Source: an optimization exercise on an open RTL-to-GDS flow (aim: small area, a short achievable clock period and few clock cycles per item). Production flows keep margins and buffers that such runs may drop. At most, simulation tests tie the RTL to the original design; equivalence was not proved.

## aes256_core
module aes256_core (
  input  wire         clk,
  input  wire         rst,         
  input  wire         in_valid,
  output wire         in_ready,
  input  wire [255:0] in_key,
  input  wire [127:0] in_block,
  output wire         out_valid,
  input  wire         out_ready,
  output wire [127:0] out_block
);
  genvar i;
  reg [127:0] s0;
  reg [127:0] k0p;         
  reg [127:0] k0c;         
  reg [3:0]   r0;
  reg         v0;          
  reg         p0;          
  reg         y0;          
  reg [127:0] s1;
  reg [127:0] k1p;
  reg [127:0] k1c;
  reg [15:0]  swm;         
  reg [3:0]   r1;
  reg         v1;
  reg         p1;
  reg         y1;
  reg         ov;
  reg [127:0] ob;
  reg         ir;
  assign in_ready  = ir;
  assign out_valid = ov;
  assign out_block = ob;
  wire [127:0] sb;
  generate
    for (i = 0; i < 16; i = i + 1) begin : g_sub
      aes256_sbox u_sbox (.x(s0[127-8*i -: 8]), .y(sb[127-8*i -: 8]));
    end
  endgenerate
  wire [127:0] sr;
  generate
    for (i = 0; i < 16; i = i + 1) begin : g_shift
      localparam integer C = i / 4;
      localparam integer R = i % 4;
      localparam integer SRC = ((C + R) % 4) * 4 + R;
      assign sr[127-8*i -: 8] = sb[127-8*SRC -: 8];
    end
  endgenerate
  wire [15:0] sub_m;
  generate
    for (i = 0; i < 4; i = i + 1) begin : g_ksub
      aes256_sbox_a u_sbox (.x(k0c[31-8*i -: 8]), .m(sub_m[15-4*i -: 4]));
    end
  endgenerate
  always @(posedge clk) begin
    s1  <= sr;
    k1p <= k0p;
    k1c <= k0c;
    swm <= sub_m;
    r1  <= r0;
  end
  function [7:0] xtime(input [7:0] b);
    xtime = {b[6:0], 1'b0} ^ (b[7] ? 8'h1b : 8'h00);
  endfunction
  wire [127:0] mc;
  generate
    for (i = 0; i < 4; i = i + 1) begin : g_mix
      wire [7:0] a0 = s1[127-32*i -: 8];
      wire [7:0] a1 = s1[119-32*i -: 8];
      wire [7:0] a2 = s1[111-32*i -: 8];
      wire [7:0] a3 = s1[103-32*i -: 8];
      assign mc[127-32*i -: 8] = xtime(a0) ^ (xtime(a1) ^ a1) ^ a2 ^ a3;
      assign mc[119-32*i -: 8] = a0 ^ xtime(a1) ^ (xtime(a2) ^ a2) ^ a3;
      assign mc[111-32*i -: 8] = a0 ^ a1 ^ xtime(a2) ^ (xtime(a3) ^ a3);
      assign mc[103-32*i -: 8] = (xtime(a0) ^ a0) ^ a1 ^ a2 ^ xtime(a3);
    end
  endgenerate
  wire         last      = (r1 == 4'd14);
  ...
Size in the first run: ~14,000 cells after synthesis.
==> module aes256_core, before the edit <==
module aes256_core (
  input  wire         clk,
  input  wire         rst,         
  input  wire         in_valid,
  output wire         in_ready,
  input  wire [255:0] in_key,
  input  wire [127:0] in_block,
  output wire         out_valid,
  input  wire         out_ready,
  output wire [127:0] out_block
);
  genvar i;
  reg [127:0] s0;
  reg [127:0] k0p;         
  reg [127:0] k0c;         
  reg [3:0]   r0;
  reg         v0;          
  reg         p0;          
  reg         y0;          
  reg [127:0] s1;
  reg [127:0] k1p;
  reg [127:0] k1c;
  reg [15:0]  swm;         
  reg [3:0]   r1;
  reg         v1;
  reg         p1;
  reg         y1;
  reg         ov;
  reg [127:0] ob;
  reg         ir;
  assign in_ready  = ir;
  assign out_valid = ov;
  assign out_block = ob;
  wire [127:0] sb;
  generate
    for (i = 0; i < 16; i = i + 1) begin : g_sub
      aes256_sbox u_sbox (.x(s0[127-8*i -: 8]), .y(sb[127-8*i -: 8]));
    end
  endgenerate
  wire [127:0] sr;
  generate
    for (i = 0; i < 16; i = i + 1) begin : g_shift
      localparam integer C = i / 4;
      localparam integer R = i % 4;
      localparam integer SRC = ((C + R) % 4) * 4 + R;
      assign sr[127-8*i -: 8] = sb[127-8*SRC -: 8];
    end
  endgenerate
  wire [15:0] sub_m;
  generate
    for (i = 0; i < 4; i = i + 1) begin : g_ksub
      aes256_sbox_a u_sbox (.x(k0c[31-8*i -: 8]), .m(sub_m[15-4*i -: 4]));
    end
  endgenerate
  always @(posedge clk) begin
    s1  <= sr;
    k1p <= k0p;
    k1c <= k0c;
    swm <= sub_m;
    r1  <= r0;
  end
  function [7:0] xtime(input [7:0] b);
    xtime = {b[6:0], 1'b0} ^ (b[7] ? 8'h1b : 8'h00);
  endfunction
  wire [127:0] mc;
  generate
    for (i = 0; i < 4; i = i + 1) begin : g_mix
      wire [7:0] a0 = s1[127-32*i -: 8];
      wire [7:0] a1 = s1[119-32*i -: 8];
      wire [7:0] a2 = s1[111-32*i -: 8];
      wire [7:0] a3 = s1[103-32*i -: 8];
      assign mc[127-32*i -: 8] = xtime(a0) ^ (xtime(a1) ^ a1) ^ a2 ^ a3;
      assign mc[119-32*i -: 8] = a0 ^ xtime(a1) ^ (xtime(a2) ^ a2) ^ a3;
      assign mc[111-32*i -: 8] = a0 ^ a1 ^ xtime(a2) ^ (xtime(a3) ^ a3);
      assign mc[103-32*i -: 8] = (xtime(a0) ^ a0) ^ a1 ^ a2 ^ xtime(a3);
    end
  endgenerate
  wire         last      = (r1 == 4'd14);
  wire [127:0] round_out = (last ? s1 : mc) ^ k1c;
  wire [127:0] k0p_n     = ir ? in_key[255:128] : k1c;
  wire [127:0] s0_n      = (ir ? in_block : (last ? s1 : mc)) ^ k0p_n;
  wire [31:0] sw1;
  generate
    for (i = 0; i < 4; i = i + 1) begin : g_ksubb
      aes256_sbox_b u_sbox (.x(k1c[31-8*i -: 8]), .m(swm[15-4*i -: 4]), .y(sw1[31-8*i -: 8]));
    end
  endgenerate
  reg [7:0] rcon;
  always @* begin
    case (r1)
      4'd1:  rcon = 8'h01;
      4'd3:  rcon = 8'h02;
      4'd5:  rcon = 8'h04;
      4'd7:  rcon = 8'h08;
      4'd9:  rcon = 8'h10;
      4'd11: rcon = 8'h20;
      4'd13: rcon = 8'h40;
      default: rcon = 8'h00;
    endcase
  end
  wire        j_even = r1[0];
  wire [31:0] temp   = j_even ? ({sw1[23:0], sw1[31:24]} ^ {rcon, 24'h000000}) : sw1;
  wire [31:0] q1  = k1p[127:96] ^ k1p[95:64];
  wire [31:0] q2  = q1 ^ k1p[63:32];
  wire [31:0] q3  = q2 ^ k1p[31:0];
  wire [31:0] nw0 = k1p[127:96] ^ temp;
  wire [31:0] nw1 = q1 ^ temp;
  wire [31:0] nw2 = q2 ^ temp;
  wire [31:0] nw3 = q3 ^ temp;
  wire [127:0] rk_next = {nw0, nw1, nw2, nw3};
  wire fin     = v1 && last;
  wire can_out = !ov && (!p0 || (p1 && !y1));
  wire to_out  = (fin || p1) && can_out;
  wire park    = (fin || p1) && !can_out;
  wire ov_n    = to_out || (ov && !out_ready);
  wire p0_n    = !ir && park;
  wire y1_n    = y0 && !to_out;
  wire can_out_n = !ov_n && (!p0_n || (p0 && !y1_n));
  wire ir_n    = (!v0 && !p0) || ((p0 || (v0 && r0 == 4'd14)) && can_out_n);
  always @(posedge clk) begin
    if (rst) begin
      v0 <= 1'b0;
      v1 <= 1'b0;
      p0 <= 1'b0;
      p1 <= 1'b0;
      y0 <= 1'b0;
      y1 <= 1'b0;
      ov <= 1'b0;
      ir <= 1'b1;
    end else begin
      v1 <= v0;
      p1 <= p0;
      y1 <= y1_n;
      v0 <= ir ? in_valid : (v1 && !last);
      p0 <= p0_n;
      y0 <= p0_n && (fin ? p0 : y1);
      ov <= ov_n;
      ir <= ir_n;
    end
  end
  always @(posedge clk) begin
    s0  <= s0_n;
    k0p <= k0p_n;
    if (ir) begin
      k0c <= in_key[127:0];
      r0  <= 4'd1;
    end else begin
      k0c <= park ? (p1 ? k1c : round_out) : rk_next;
      r0  <= r1 + 4'd1;
    end
    ob <= to_out ? (p1 ? k1c : round_out) : (ob & {128{ov}});
  end
endmodule
make LEC_CHECK=0 ABC_AREA=1 CAP_MARGIN=20 CELL_PAD_IN_SITES_DETAIL_PLACEMENT=1 CELL_PAD_IN_SITES_GLOBAL_PLACEMENT=1 CORE_MARGIN=2 CORE_UTILIZATION=45 CTS_CLUSTER_SIZE=30 PLACE_DENSITY=0.62 SETUP_SLACK_MARGIN=5 SLEW_MARGIN=20 finish   # period 8.0 ns
run.sh (not shown) runs the stock make flow with config.mk's settings and CLKGATE_MAP_FILE= SYNTH_SCRIPT=/design/flow/synth_recipe.tcl, a recipe that flattens the netlist after the stock synthesis.
The starting point never finished: it broke off in global routing.
Testbench counts at the start, summed over its fixed seeds: cycles 7,208, items 512.
Rerun with:
--- a/flow/design.v
+++ b/flow/design.v
@@ -514,6 +514,4 @@
   wire         last      = (r1 == 4'd14);
   wire [127:0] round_out = (last ? s1 : mc) ^ k1c;
-  wire [127:0] k0p_n     = ir ? in_key[255:128] : k1c;
-  wire [127:0] s0_n      = (ir ? in_block : (last ? s1 : mc)) ^ k0p_n;
   wire [31:0] sw1;
   generate
@@ -576,10 +574,12 @@
   end
   always @(posedge clk) begin
-    s0  <= s0_n;
-    k0p <= k0p_n;
     if (ir) begin
+      s0  <= in_block ^ in_key[255:128];
+      k0p <= in_key[255:128];
       k0c <= in_key[127:0];
       r0  <= 4'd1;
     end else begin
+      s0  <= round_out;
+      k0p <= k1c;
       k0c <= park ? (p1 ? k1c : round_out) : rk_next;
       r0  <= r1 + 4'd1;
- The changed run aborted during global routing
- area after synthesis grows slightly
- synthesized cell count grows slightly
The RTL of the second run of this note was laid out without a check of its function.
